From an optimization exercise on the open Yosys and OpenROAD flow, aimed at small area; shortcuts taken in it are not production practice.
In this exercise RTL edits were held to simulation tests only and were not proved equivalent to the original.

==> design.v <==
module pxcode_lane (
    input  wire        clk,
    input  wire [15:0] dv,          
    input  wire [15:0] corr,        
    input  wire [7:0]  w,           
    input  wire        w256,        
    output wire [9:0]  tab_addr,    
    input  wire [55:0] tab_q,       
    output wire [13:0] code
);
    wire [11:0]       gain   = corr[11:0];
    wire signed [3:0] offset = corr[15:12];
    wire [27:0] prod    = dv * gain;
    wire [17:0] scaled  = prod[27:10] + prod[9];                 
    wire signed [19:0] withoff = $signed({2'b00, scaled}) + $signed({{14{offset[3]}}, offset, 2'b00});
    reg [15:0] x;
    always @(*) begin
        if (withoff[19])
            x = 16'd0;
        else if (withoff[18:16] != 3'd0)
            x = 16'hFFFF;
        else if (dv == 16'd0)
            x = 16'd0;
        else
            x = withoff[15:0];
    end
    wire last_now = &x[15:7];                      
    assign tab_addr = last_now ? 10'd1022 : x[15:6];
    reg [6:0] s_frac;
    reg       s_last;
    always @(posedge clk) begin
        s_frac <= last_now ? x[6:0] : {1'b0, x[5:0]};
        s_last <= last_now;
    end
    wire [13:0] lo_val;
    wire [13:0] hi_val;
    pxcode_interp u_lo (.t0(tab_q[13:0]),  .t1(tab_q[27:14]), .frac(s_frac), .last(s_last), .val(lo_val));
    pxcode_interp u_hi (.t0(tab_q[41:28]), .t1(tab_q[55:42]), .frac(s_frac), .last(s_last), .val(hi_val));
    wire signed [14:0] d     = $signed({1'b0, hi_val}) - $signed({1'b0, lo_val});
    wire signed [23:0] wd    = d * $signed({1'b0, w});
    wire signed [23:0] rnd   = wd + 24'sd128;
    wire [13:0]        base  = w256 ? hi_val : lo_val;
    assign code = base + rnd[21:8];
endmodule
module pxcode_interp (
    input  wire [13:0] t0,
    input  wire [13:0] t1,
    input  wire [6:0]  frac,
    input  wire        last,
    output wire [13:0] val
);
    wire [13:0] diff = t1 - t0;                
    wire [20:0] prod = diff * frac;
    wire [13:0] q64  = prod[19:6] + prod[5];
    wire [20:0] n    = prod + 21'd63;
    wire [13:0] a    = n[20:7];
    wire [14:0] s    = a + n[6:0];
    wire [7:0]  s2   = s[14:7] + s[6:0];
    wire [13:0] q127 = a + s[14:7] + (s2 >= 8'd127) + (s2 >= 8'd254);
    wire [13:0] step = last ? q127 : q64;
    assign val = t0 + step;
endmodule
module pxcode (
    input  wire         clk,
    input  wire         rst,            
    input  wire         frame_start,    
    input  wire [15:0]  t_led,          
    input  wire         in_valid,       
    input  wire [63:0]  in_dv,          
    input  wire [63:0]  in_corr,        
    output wire [39:0]  tab_addr,       
    output wire [1:0]   tab_lo,         
    output wire [1:0]   tab_hi,         
    input  wire [223:0] tab_q,          
    output wire         out_valid,
    output wire [55:0]  out_code,       
    output reg  [20:0]  worn_count
);
    reg [1:0] sel_lo;
    reg [1:0] sel_hi;
    reg [7:0] sel_w;        
    reg       sel_w256;     
    wire signed [15:0] t = t_led;
    wire [10:0] tp = t_led[10:0] - 11'd320;
    reg  [1:0]  band;
    reg  [9:0]  d;                                 
    always @(*) begin
        if (tp < 11'd640) begin
            band = 2'd0; d = tp[9:0];
        end else if (tp < 11'd1280) begin
            band = 2'd1; d = tp - 11'd640;
        end else begin
            band = 2'd2; d = tp - 11'd1280;
        end
    end
    wire [10:0] d1    = d + 10'd1;
    wire [21:0] wmul  = d1 * 11'd1639;
    wire [8:0]  w_div = wmul[20:12];
    reg [1:0] nxt_lo;
    reg [1:0] nxt_hi;
    reg [8:0] nxt_w;
    always @(*) begin
        if (t <= 16'sd320) begin
            nxt_lo = 2'd0; nxt_hi = 2'd0; nxt_w = 9'd0;
        end else if (t >= 16'sd2240) begin
            nxt_lo = 2'd3; nxt_hi = 2'd3; nxt_w = 9'd0;
        end else begin
            nxt_lo = band; nxt_hi = band + 2'd1; nxt_w = w_div;
        end
    end
    always @(posedge clk) begin
        if (frame_start) begin
            sel_lo   <= nxt_lo;
            sel_hi   <= nxt_hi;
            sel_w    <= nxt_w[7:0];
            sel_w256 <= nxt_w[8];
        end
    end
    assign tab_lo = sel_lo;
    assign tab_hi = sel_hi;
    genvar k;
    generate
        for (k = 0; k < 4; k = k + 1) begin : g_lane
            pxcode_lane u_lane (
                .clk      (clk),
                .dv       (in_dv[16*k +: 16]),
                .corr     (in_corr[16*k +: 16]),
                .w        (sel_w),
                .w256     (sel_w256),
                .tab_addr (tab_addr[10*k +: 10]),
                .tab_q    (tab_q[56*k +: 56]),
                .code     (out_code[14*k +: 14])
            );
        end
    endgenerate
    reg vld;
    always @(posedge clk) begin
        if (rst)
            vld <= 1'b0;
        else
            vld <= in_valid;
    end
    assign out_valid = vld;
    wire [2:0] worn_now = (in_corr[11:0]  > 12'd1638) + (in_corr[27:16] > 12'd1638)
                        + (in_corr[43:32] > 12'd1638) + (in_corr[59:48] > 12'd1638);
    always @(posedge clk) begin
        if (rst || frame_start)
            worn_count <= 21'd0;
        else if (in_valid)
            worn_count <= worn_count + worn_now;
    end
endmodule
==> run.sh <==
#!/bin/bash
# synth_recipe.tcl (not shown) runs the flow's synth.tcl, then flattens the netlist and writes it again
# the make line also repeats each setting of config.mk as NAME=value (left out here)
make -C /OpenROAD-flow-scripts/flow DESIGN_CONFIG=/design/flow/config.mk WORK_HOME=/design/flow/orfs CLKGATE_MAP_FILE= SYNTH_SCRIPT=/design/flow/synth_recipe.tcl finish
==> config.mk <==
export PLATFORM = sky130hd
export DESIGN_NAME = pxcode
export DESIGN_NICKNAME = pxcode
export VERILOG_FILES = /design/flow/design.v
export SDC_FILE = /design/flow/constraint.sdc
export NUM_CORES = 4
export LEC_CHECK = 0
export CAP_MARGIN = 20
export CORE_MARGIN = 2
export CORE_UTILIZATION = 40
export SLEW_MARGIN = 20
==> constraint.sdc <==
create_clock -name core_clock -period 30.0 [get_ports {clk}]
set_input_delay 6.0000 -clock core_clock [delete_from_list [all_inputs] [get_ports {clk}]]
set_output_delay 6.0000 -clock core_clock [all_outputs]
set_load 0.01 [all_outputs]
==> out/metrics.csv <==
stage,metric,value,unit
logic_synthesis,Post-synth EDFFs,13,
drt,initial DRC count,4456,
worst_hold_path,Hold Path Depth,2,
drt,average via count per standard cell,5.04,
outcome,outcome,"complete, but fails checks",
die,cell row count,186,
logic_synthesis,Mapped Cells,12600,
grt,first-pass GRT wire length,507000,um
timing,Slew @ Worst Pin,1010,ps
timing,Setup Viol. Count Final,16,
drt,drt first pass iters,5,
grt,remaining global-route overflow,0,
logic_synthesis,Synth Register Bits,67,
critical_path,Crit-path slowest cell,fa_1,
drt,remaining antenna violation count,0,
timing,worst setup margin,-1290,ps
critical_path,CP Data Arrival Time,25290,ps
logic_synthesis,register area share after synthesis,1.43,%
clocking,CTS H-tree depth,3,
placed_design,Final HPWL DP,258000,um
logic_synthesis,Netlist cell types,119,
clocking,number of CTS-inserted buffers,9,
clocking,CTS Root Cell,clkbuf_16,
critical_path,crit-path max cell delay,550,ps
timing,Final Hold Viols,0,
logic_synthesis,ys flop type,dfxtp_1,
clocking,CTS Sinks,67,
die,die width,511,um
grt,Total GRT Usage,23.7,%
grt,largest net degree at the start of global routing,66,
drt,WL/cell,16.7,um
critical_path,CP Max Fanout,4,
logic_synthesis,Ys Warns,2,
run,total of max-cap violations,0,
critical_path,Reg2Reg Setup Slack,27970,ps
critical_path,CP Class,input port to output port,
clocking,Worst-Skew Late Latency,410,ps
finish,Area growth syn-to-layout,35.5,%
die,core footprint,0.256,sq mm
finish,post-route insts no fill,18800,
drt,via count,94700,
critical_path,FF-to-FF Start,worn_count[0],
critical_path,r2r endpoint,worn_count[20],
worst_hold_path,hold path start,worn_count[1],
timing,Final period util,104,%
die,Die H,511,um
timing,fin crit period,31290,ps
logic_synthesis,synthesized area per cell,8.18,sq um
grt,antenna violations before repair,21,
drt,DRC,0,
timing,Slew HR,31.8,%
finish,most frequent cells in the layout,"buf_4 (2619), inv_1 (1751), fa_1 (1453)",
outcome,Fail Reasons,setup timing,
placed_design,placed cell count,18400,
placed_design,routability cong.,0.945,
worst_hold_path,HP Class,flip-flop to flip-flop,
clocking,clock-pin transition on the worst setup and hold timing paths,60,ps
clocking,CTS tree,done,
timing,max-slew violations,0,
worst_hold_path,Hold Path Sink,worn_count[1],
logic_synthesis,ys async rst share,0,%
finish,"commonest non-fill, non-tap cell in the layout",buf_4,
finish,final net count,18800,
critical_path,CP endpoint kind,output port,
grt,vias in the first global route,97200,
timing,clk_skew,5.76,ps
timing,fmax,32.0,MHz
logic_synthesis,syn_nets,16000,
critical_path,Required @ worst endpoint,24000,ps
die,Initial Util,40.1,%
die,Die Footprint,0.261,sq mm
placed_design,Port Buffer Count,493,
critical_path,Critical Path Start Type,input port,
critical_path,R2R depth,8,
clocking,maximum root-to-sink buffer count,2,
timing,RSZ-0062 raised after global routing,true,
finish,# fillers,23500,
finish,layout cell share with drive strength beyond 1,27.0,%
critical_path,most frequent CP cell,a21o_1,
drt,Routed WL,314000,um
logic_synthesis,synthesized area,0.103,sq mm
die,num ports,494,
==> Yosys cell counts, types with 20 or more instances <==
library cell  count  area [sq um]
a211o_1          23           201
a211oi_1         35           263
a21boi_0         56           420
a21o_1          249          1870
a21oi_1         531          2660
a31oi_1          47           294
and2_1         1015          6350
and3_1           54           338
and4_1           22           193
and4b_1          21           210
clkbuf_1        367          1380
dfxtp_1          54          1080
fa_1           1489         29800
ha_1           1510         18900
inv_1          1823          6840
mux2i_1          27           270
nand2_1        1345          5050
nand2b_1        184          1150
nand3_1         189           946
nand4_1          51           319
nor2_1          608          2280
nor2b_1         283          1770
nor3_1          149           746
nor3b_1          28           210
nor4_1           65           407
o211ai_1         39           293
o21a_1          109           818
o21ai_0         448          2240
o21ai_1          22           110
o21bai_1         81           608
o31a_1           20           175
o31ai_1          21           158
or2_2            28           175
or3_1            57           357
or4_1            20           150
xnor2_1         692          6060
xor2_1          442          3870
==> logic make-up (layout without fill, tap and decap cells) <==
family                   count (synthesis)  count (layout)  synth area share (%)
multiplexers                            47              47                 0.492
flip-flops                              67              67                  1.43
buffers and inverters                 2225            5018                  8.15
adder cells (fa/ha/maj)               3005            3005                  47.4
AND/OR/NAND/NOR                       4215            4215                  21.0
other                                    0              12                     0
XOR/XNOR                              1145            1145                  9.85
AO/OA/AOI/OAI                         1887            1887                  11.7
==> flip-flops by register name, indices dropped and copies added (netlist names) <==
name                  cells
g_lane.u_lane.s_last      4
vld                       1
sel_w256                  1
sel_w                     8
sel_hi                    2
sel_lo                    2
g_lane.u_lane.s_frac     28
worn_count               21
==> worst max path at each step <==
stage | start | end | cells after the start
after floorplan | tab_q[154] | out_code[41] | 96
after global placement | tab_q[141] | out_code[41] | 87
after detailed placement | tab_q[141] | out_code[41] | 91
after CTS | tab_q[154] | out_code[41] | 97
after global routing | tab_q[154] | out_code[41] | 108
final | tab_q[113] | out_code[40] | 96
==> timing repair <==
item,in CTS,in global routing
resized for setup,1201,668
hold buffers,0,0
hold endpoints to repair,0,0
pin swaps,792,545
buffers inserted,300,114
endpoints found under the setup margin,53,49
==> critical path: cells and delay by family <==
kind / cells / cell delay (ps)
adders and majority gates: 19 / 7410
AOI/OAI and AO/OA: 32 / 5340
buffers and inverters: 22 / 2510
xor gates and xnor gates: 8 / 1310
and+or+nand+nor: 15 / 2650
==> metal layers <==
metal | global-route usage [%] | vias up | wire (um)
li1 | - | 46300 | -
met1 | 31.1 | 46300 | 140000
met2 | 41.5 | 1675 | 153000
met3 | 2.03 | 341 | 11200
met4 | 6.42 | 14 | 9130
met5 | 0 | - | 81
==> per-stage QoR <==
step                hold WS, ps  area [sq um]  utilization, %  setup WS (ps)  TNS [ps]
detailed placement          514        129000            50.2          -2700    -66390
finish                      522        140000            54.4          -1290     -8600
global placement            508        129000            50.2          -2510    -58620
CTS                         526        136000            52.9          -1330     -6570
floorplan                   523        104000               -           -233      -233
global route                548        140000            54.4          -2210    -29930
==> cell type report <==
| cell class | instances | area (sq um) | share of cell area, % |
|---|---|---|---|
| sequential | 67 | 1480 | 1.06 |
| multi-input combinational | 10300 | 101000 | 72.6 |
| clock inverter | 5 | 41.3 | 0.0296 |
| timing repair buffer | 3177 | 25300 | 18.2 |
| tap | 3384 | 4230 | 3.03 |
| inverter | 1825 | 6870 | 4.92 |
| antenna | 12 | 30.0 | 0.0215 |
| clock buffer | 11 | 254 | 0.182 |

## separate check: timing with driven ports
The results above use ideal ports. As a check the final layout listed here was re-extracted and re-timed, cells and wires unchanged.
Step 1, drivers: a clkbuf_16 drives clk and a buf_2 each remaining input, both assumed.
Step 2 times the ports against the registers' clock, not the clock port: input delays grow and output delays shrink by t, the midpoint of the rising clock arrivals with the driver on.
Three values: ideal ports, drivers, drivers and shift; two values: the first two.
t (ns): 0.494
setup WS [ns]: -1.292 / -1.326 / -1.326
worst data-port slew with drivers (ns): 0.14
The setup slack of this run moves by -0.034 ns with the drivers and by -0.034 ns with both steps.
